What follows belongs to an exercise in optimizing a design on an open flow for small area; a production flow would make more cautious choices.
In this exercise RTL edits were held to simulation tests only and were not proved equivalent to the original.
Power figures rest on the tool's default switching activity, not on a simulated workload.

build 97:
Design tm_mon, start of the top module:
module tm_mon (
    input  wire        clk,
    input  wire        rst_n,             
    input  wire        smp_vld,           
    input  wire [11:0] code_u,            
    input  wire [11:0] code_v,
    input  wire [11:0] code_w,
    input  wire [15:0] theta,             
    input  wire [15:0] t_cmd,             
    input  wire [15:0] t_ce,              
    input  wire        active,            
    input  wire [47:0] iha_ofs,           
    input  wire [47:0] iha_gain,          
    input  wire [15:0] psi_pm,            
    input  wire [15:0] ld,                
    input  wire [15:0] lq,                
    input  wire [15:0] lq_k,              
    input  wire [3:0]  pole_pairs,
    input  wire [15:0] w_pct,             
    input  wire [15:0] w_abs,             
    input  wire [15:0] cnt_lim,           
    output reg         res_vld,
    output wire [15:0] t_tm,              
    output wire [15:0] i_d,               
    output wire [15:0] i_q,               
    output reg         exc_over,          
    output reg         dis_over,          
    output reg  [15:0] err_cnt,
    output reg         trip               
);
Size: roughly 2400 cells after synthesis, roughly 190 flip-flops, about 370 I/O pins, ~20000 um2 of cells after synthesis.
export LEC_CHECK = 0
export CAP_MARGIN = 20
export CORE_MARGIN = 2
export CORE_UTILIZATION = 40
export SLEW_MARGIN = 20
export SYNTH_MEMORY_MAX_BITS = 32768
create_clock -name core_clock -period 25.0 [get_ports {clk}]
standard.sh (not shown) runs the stock make flow with config.mk's settings and CLKGATE_MAP_FILE= SYNTH_SCRIPT=/design/flow/synth_recipe.tcl, a recipe that flattens the netlist after the stock synthesis.
==> flow/flow/run.sh <==
#!/bin/bash
set -euo pipefail
export BUFFER_PORTS_ARGS="-buffer_cell sky130_fd_sc_hd__buf_1"
export CTS_ARGS="-sink_clustering_enable -repair_clock_nets -buf_list sky130_fd_sc_hd__clkbuf_16 -dont_use_dummy_load"
bash standard.sh > standard_flow.log 2>&1
The following lists how build 95 was set up differently from build 97:
diff --git a/flow/design.v b/flow/design.v
--- a/flow/design.v
+++ b/flow/design.v
@@ -602,23 +602,25 @@
     end
     wire bl = (bsel == B_LW) ? blw : (bsel == B_WIRE) ? ch_wire : 1'b0;
     wire [8:0]  bb = {ch, bl};
     wire [17:0] rw [0:3];
     wire [3:0]  rs;
     genvar gi;
     generate
         for (gi = 0; gi < 4; gi = gi + 1) begin : g_row
             wire one = bb[2*gi+1] ^ bb[2*gi];
             wire two = (bb[2*gi+2] & ~bb[2*gi+1] & ~bb[2*gi]) | (~bb[2*gi+2] & bb[2*gi+1] & bb[2*gi]);
-            wire [17:0] pp = ({18{one}} & {M[16], M}) | ({18{two}} & {M, 1'b0});
-            assign rs[gi] = (bb[2*gi+2] ^ neg) & (one | two);
-            assign rw[gi] = (pp ^ {18{rs[gi]}}) ^ 18'h20000;
+            wire sg  = bb[2*gi+2] ^ neg;   
+            wire [17:0] mx = {M[16], M} ^ {18{sg}};
+            wire [17:0] pp = ({18{one}} & mx) | ({18{two}} & {mx[16:0], sg});
+            assign rs[gi] = sg & (one | two);
+            assign rw[gi] = pp ^ 18'h20000;
         end
     endgenerate
     wire [25:0] sum;
     tm_macsum u_sum (.a((clr ? 25'd0 : acc) ^ 25'h1000000), .r0(rw[0]), .r1(rw[1]), .r2(rw[2]),
                      .r3(rw[3]), .rs({rs[3:1], rs[0] & ~kill}), .sum(sum));
     wire [15:0] sat_acc = (acc[24:15] == {10{acc[24]}}) ? acc[15:0]
                                                          : (acc[24] ? 16'h8000 : 16'h7FFF);
     wire [15:0] sat_tq  = (acc[24:8] == {17{acc[24]}}) ? {acc[8:0], S[15:9]}
                                                          : (acc[24] ? 16'h8000 : 16'h7FFF);
     wire busy = (cnt != 6'd0);
--- outcome ---
In build 95, the initial antenna violation count came out 4 below the value in build 97. Design area | build 95 below build 97. Build 95 vs build 97 — path depth of the worst reg2reg path rose 3.4%. Higher power among build 95 and build 97: build 97. On sequential share of layout area, build 95 and build 97 are neck and neck. Compared to build 97, build 95 has final HPWL from detailed placement 2.8% higher. In build 95, the global-route usage came out 1.0 points above the value in build 97. Time the worst path needs with I/O delays and setup | build 95 below build 97.

==> re-timing with driven ports <==
How much do the figures lean on ideal ports? The routed layouts below were timed once more, with nothing changed but the port constraints. Step 1 (the two cells are an assumption about what drives the block):
set clk [get_ports {clk}]
set_driving_cell -lib_cell sky130_fd_sc_hd__clkbuf_16 $clk
set_driving_cell -lib_cell sky130_fd_sc_hd__buf_2 [delete_from_list [all_inputs] $clk]
Step 2 times the ports against the registers' clock, not the clock port: input delays grow and output delays shrink by t, the midpoint of the rising clock arrivals with the driver on. Slacks: ideal ports / drivers / drivers and shift; pairs: ideal ports / drivers.
run | t (ns) | slack for setup (ns) | worst setup path at the end | worst register clock-pin slew, ns
build 97 | 0.546 | 4.069 / 4.109 / 3.562 | input to register | 0.08 / 0.08
build 95 | 0.546 | 4.435 / 4.469 / 3.924 | input to register | 0.08 / 0.08
After both steps every run listed still meets setup and hold. The setup slack of build 95, which loses most, moves by +0.034 ns with the drivers and by -0.511 ns with both steps.
